This is an optimization exercise on Yosys and OpenROAD, whose aim is small area, a short achievable clock period and few clock cycles, not a production implementation. RTL that was checked went through simulation tests only; none was proved equivalent to the original. Power figures rest on the tool's default switching activity, not on a simulated workload.

Setup of old:
// bx8_quant
module bx8_quant (
    input  wire        clk,
    input  wire        rst,         
    input  wire        in_valid,
    output wire        in_ready,
    input  wire [31:0] in_data,     
    input  wire [1:0]  in_fmt,      
    input  wire        in_given,    
    input  wire [7:0]  in_scale,    
    output wire        out_valid,
    input  wire        out_ready,
    output wire [7:0]  out_code,    
    output wire [7:0]  out_bx8,     
    output wire        out_last,    
    output wire [3:0]  out_flags    
);
    localparam integer N  = 67;     
    localparam integer RP = 64;     
    localparam integer W  = 15;     
    function [6:0] inc7(input [6:0] x);
        reg c; integer i;
        begin
            c = 1'b1;
            for (i = 0; i < 7; i = i + 1) begin inc7[i] = x[i] ^ c; c = c & x[i]; end
        end
    endfunction
    function [6:0] dec7(input [6:0] x);
  ...
For scale: ~2000 cells after synthesis, ~1100 flip-flops, ~70 I/O pins, ~29000 um^2 of cells after synthesis.
==> module bx8_quant, before the edit <==
module bx8_quant (
    input  wire        clk,
    input  wire        rst,         
    input  wire        in_valid,
    output wire        in_ready,
    input  wire [31:0] in_data,     
    input  wire [1:0]  in_fmt,      
    input  wire        in_given,    
    input  wire [7:0]  in_scale,    
    output wire        out_valid,
    input  wire        out_ready,
    output wire [7:0]  out_code,    
    output wire [7:0]  out_bx8,     
    output wire        out_last,    
    output wire [3:0]  out_flags    
);
    localparam integer N  = 67;     
    localparam integer RP = 64;     
    localparam integer W  = 15;     
    function [6:0] inc7(input [6:0] x);
        reg c; integer i;
        begin
            c = 1'b1;
            for (i = 0; i < 7; i = i + 1) begin inc7[i] = x[i] ^ c; c = c & x[i]; end
        end
    endfunction
    function [6:0] dec7(input [6:0] x);
        reg b; integer i;
        begin
            b = 1'b1;
            for (i = 0; i < 7; i = i + 1) begin dec7[i] = x[i] ^ b; b = b & ~x[i]; end
        end
    endfunction
    reg        in_ready_r;
    reg [5:0]  aidx;               
    reg        rin_v, rin_first, rin_last, rin_last_d;
    reg [31:0] rin_d;              
    reg [1:0]  fmt_l;              
    reg        giv_l;
    reg [7:0]  scl_l;
    assign in_ready = in_ready_r;
    wire fire = in_valid & in_ready_r;
    always @(posedge clk) begin
        rin_d <= in_data;
        if (fire & (aidx == 6'd0)) begin
            fmt_l <= in_fmt;
            giv_l <= in_given;
            scl_l <= in_scale;
        end
    end
    reg  [W*N-1:0] ring;
    wire [W-1:0]   comp;
    bx8_compress u_comp (.x(rin_d), .w(comp));
    always @(posedge clk)
        ring <= {ring[W*(N-1)-1:0], rin_v ? comp : ring[W*N-1 -: W]};
    reg [8:0]  key_run;            
    reg        nf_l;               
    wire [8:0] key_x;
    bx8_scale_key u_key (.x(rin_d[30:0]), .fmt(fmt_l), .key(key_x));
    wire       nf_x      = &rin_d[30:23];
    wire [8:0] key_run_n = (rin_first || key_x > key_run) ? key_x : key_run;
    wire       nf_n      = nf_x | (nf_l & ~rin_first);
    always @(posedge clk) begin
        if (rin_v) begin
            key_run <= key_run_n;
            nf_l    <= nf_n;
        end
    end
    reg        wp;                 
    reg        rb;                 
    reg [1:0]  nrdy;               
    reg [8:0]  p0_key, p1_key;     
    reg        p0_giv, p1_giv;
    reg [1:0]  p0_fmt, p1_fmt;
    reg        p0_nf, p1_nf;
    wire [8:0] key_blk = giv_l ? {1'b0, scl_l} : key_run_n;
    always @(posedge clk) begin
        if (rin_last & ~wp) begin
            p0_key <= key_blk;
            p0_giv <= giv_l;
            p0_fmt <= fmt_l;
            p0_nf  <= nf_n;
        end
        if (rin_last & wp) begin
            p1_key <= key_blk;
            p1_giv <= giv_l;
            p1_fmt <= fmt_l;
            p1_nf  <= nf_n;
        end
    end
    wire [7:0] e_auto0, e_auto1;
    bx8_choose_scale u_sc0 (.key(p0_key), .fmt(p0_fmt), .bx8(e_auto0));
    bx8_choose_scale u_sc1 (.key(p1_key), .fmt(p1_fmt), .bx8(e_auto1));
    wire [7:0] e0 = p0_giv ? p0_key[7:0] : e_auto0;
    wire [7:0] e1 = p1_giv ? p1_key[7:0] : e_auto1;
    wire [7:0] rb_e   = rb ? e1 : e0;
    wire [1:0] rb_fmt = rb ? p1_fmt : p0_fmt;
    wire       rb_nf  = rb ? p1_nf : p0_nf;
    reg [6:0]  wd;                 
    reg [6:0]  cnt;                
    wire [6:0] cnt_p = inc7(cnt);
    wire [6:0] cnt_m = dec7(cnt);
    wire [6:0] aidx_x = inc7({1'b0, aidx});
    wire [5:0] aidx_p = aidx_x[5:0];
    reg [2:0]  facc;               
    reg        ov;
    reg [7:0]  o_code, o_bx8;
    reg        o_last;
    reg [3:0]  o_flags;
    wire [6:0] wd_m  = (wd == 7'd0) ? N - 1 : dec7(wd);
    wire       ralign = (cnt == wd_m) | ((cnt == N) & (wd == 7'd1));
    wire rcan    = ralign & (nrdy != 2'd0);
    wire oload   = ~ov | out_ready;
    wire rd      = rcan & oload;
    wire rd_last = (cnt[5:0] == aidx_p);
    wire bdone   = rd & rd_last;
    wire       rb_n = bdone ? ~rb : rb;
    wire [9:0] k0   = {2'd0, e0} - ((p0_fmt == 2'd1) ? 10'd0 : (p0_fmt == 2'd3) ? 10'd14 : 10'd6);
    wire [9:0] k1   = {2'd0, e1} - ((p1_fmt == 2'd1) ? 10'd0 : (p1_fmt == 2'd3) ? 10'd14 : 10'd6);
    reg  [9:0] kc;
    always @(posedge clk)
        kc <= rb_n ? k1 : k0;
    wire [W-1:0] rword = ring[W*RP +: W];
    wire [7:0] el_code;
    wire       el_inx, el_unf, el_sat;
    bx8_elem_round u_round (
        .w(rword), .k(kc), .fmt(rb_fmt),
        .code(el_code), .inexact(el_inx), .underflow(el_unf), .saturate(el_sat)
    );
    wire [2:0] el_fl = {el_sat, el_unf, el_inx};
    wire [6:0] cnt_n = fire ? (rd ? cnt : cnt_p) : (rd ? cnt_m : cnt);
    wire       lt0   = (cnt < N);           
    wire       lt1   = (cnt < N - 1);
    wire       ok_n  = fire ? (rd ? lt0 : lt1) : (rd | lt0);
    wire [1:0] nrdy_p = {nrdy[1] ^ nrdy[0], ~nrdy[0]};
    wire [1:0] nrdy_m = {nrdy[1] ^ ~nrdy[0], ~nrdy[0]};
    always @(posedge clk) begin
        if (rst) begin
            in_ready_r <= 1'b1;
            aidx       <= 6'd0;
            rin_v      <= 1'b0;
            rin_first  <= 1'b0;
            rin_last   <= 1'b0;
            rin_last_d <= 1'b0;
            wd         <= 7'd0;
            cnt        <= 7'd0;
            wp         <= 1'b0;
            rb         <= 1'b0;
            nrdy       <= 2'd0;
            facc       <= 3'd0;
            ov         <= 1'b0;
        end else begin
            rin_v      <= fire;
            rin_first  <= fire & (aidx == 6'd0);
            rin_last   <= fire & (aidx == 6'd63);
            rin_last_d <= rin_last;
            if (fire)
                aidx <= aidx_p;
            wd         <= fire ? 7'd0 : (wd == 7'd0) ? N - 1 : dec7(wd);
            cnt        <= cnt_n;
            in_ready_r <= (fire | (wd == 7'd1)) & ok_n;
            if (rin_last)
                wp <= ~wp;
            if (bdone)
                rb <= ~rb;
            nrdy <= rin_last_d ? (bdone ? nrdy : nrdy_p) : (bdone ? nrdy_m : nrdy);
            if (oload & rcan)
                facc <= rd_last ? 3'd0 : (facc | el_fl);
            if (oload)
                ov <= rcan;
        end
    end
    always @(posedge clk) begin
        if (oload) begin
            o_code  <= rb_nf ? ((rb_fmt == 2'd1) ? 8'h00 : 8'h80) : el_code;
            o_bx8   <= rb_nf ? 8'hFF : rb_e;
            o_last  <= rd_last;
            o_flags <= rb_nf ? 4'b1000 : {1'b0, facc | el_fl};
        end
    end
    assign out_valid = ov;
    assign out_code  = o_code;
    assign out_bx8   = o_bx8;
    assign out_last  = o_last;
    assign out_flags = o_flags;
endmodule
clock: 25.0 ns
lec_check: 0
cap_margin: 20
core_margin: 2
core_utilization: 67
cts_cluster_diameter: 64
cts_cluster_size: 32
place_density: 0.8
slew_margin: 20
standard.sh (not shown) runs the stock make flow with config.mk's settings and CLKGATE_MAP_FILE= SYNTH_SCRIPT=/design/flow/synth_recipe.tcl, a recipe that flattens the netlist after the stock synthesis.
==> flow/flow/run.sh <==
#!/bin/bash
# The standard layout, with the port buffers made from buf_4 cells instead of
# the resizer's default pick (a delay cell), and the resizer's timing repair
# asked to keep extra setup slack, so that it also works on paths that meet
# the clock period already.
set -euo pipefail
export BUFFER_PORTS_ARGS="-buffer_cell sky130_fd_sc_hd__buf_4"
export SETUP_SLACK_MARGIN=18.9
bash standard.sh > standard.log 2>&1
Having completed the whole flow, old delivered a layout that passed the timing, design-rule and antenna checks.
Testbench counts of old, summed over its fixed seeds: cycles 16,920.
The following lists how new was set up differently from old:
diff --git a/flow/design.v b/flow/design.v
--- a/flow/design.v
+++ b/flow/design.v
@@ -287,14 +287,24 @@
             if (oload)
                 ov <= rcan;
         end
     end
+    reg  [7:0] oh_code, oh_bx8;
+    reg        oh_last;
+    reg  [3:0] oh_flags;
+    wire [7:0] on_code  = rb_nf ? ((rb_fmt == 2'd1) ? 8'h00 : 8'h80) : el_code;
+    wire [7:0] on_bx8   = rb_nf ? 8'hFF : rb_e;
+    wire [3:0] on_flags = rb_nf ? 4'b1000 : {1'b0, facc | el_fl};
     always @(posedge clk) begin
+        o_code  <= oload ? on_code  : ~oh_code;
+        o_bx8   <= oload ? on_bx8   : ~oh_bx8;
+        o_last  <= oload ? rd_last  : ~oh_last;
+        o_flags <= oload ? on_flags : ~oh_flags;
         if (oload) begin
-            o_code  <= rb_nf ? ((rb_fmt == 2'd1) ? 8'h00 : 8'h80) : el_code;
-            o_bx8   <= rb_nf ? 8'hFF : rb_e;
-            o_last  <= rd_last;
-            o_flags <= rb_nf ? 4'b1000 : {1'b0, facc | el_fl};
+            oh_code  <= ~on_code;
+            oh_bx8   <= ~on_bx8;
+            oh_last  <= ~rd_last;
+            oh_flags <= ~on_flags;
         end
     end
     assign out_valid = ov;
     assign out_code  = o_code;
Notes after the runs:
- NOTE: worst setup slack for register-to-register paths in new falls short of that of old
- Global-route wire length before repair in new vs old: down about 6.4%
- Clock buffer count in the final layout delta for new relative to old: 5.8% higher
- Area after synthesis went up slightly going from old to new.
- Re CTS H-tree depth: no difference whatsoever between new and old.
- Compared old against new; power density over cell area within noise.
No functional check of the RTL was part of new.

re-timing with driven ports:
How much do the figures lean on ideal ports? The routed layouts below were timed once more, with nothing changed but the port constraints. Step 1 (the two cells are an assumption about what drives the block):
set clk [get_ports {clk}]
set_driving_cell -lib_cell sky130_fd_sc_hd__clkbuf_16 $clk
set_driving_cell -lib_cell sky130_fd_sc_hd__buf_2 [delete_from_list [all_inputs] $clk]
Step 2 also shifts input and output timing later by t, the mid clock arrival at the registers, as if the neighbouring blocks saw the same clock. a / b / c = ideal ports / drivers / drivers and shift; a / b = the first two.
| run | t, ns | setup WS [ns] | clock arrival spread, ns |
|---|---|---|---|
| old | 0.659 | 18.810 / 18.753 / 18.350 | 0.035 / 0.035 |
| new | 0.662 | 18.867 / 18.813 / 18.381 | 0.052 / 0.052 |
After both steps setup and hold are still met in every run listed. For new, which loses most, drivers alone change the setup slack by -0.054 ns; drivers and shift together by -0.486 ns.
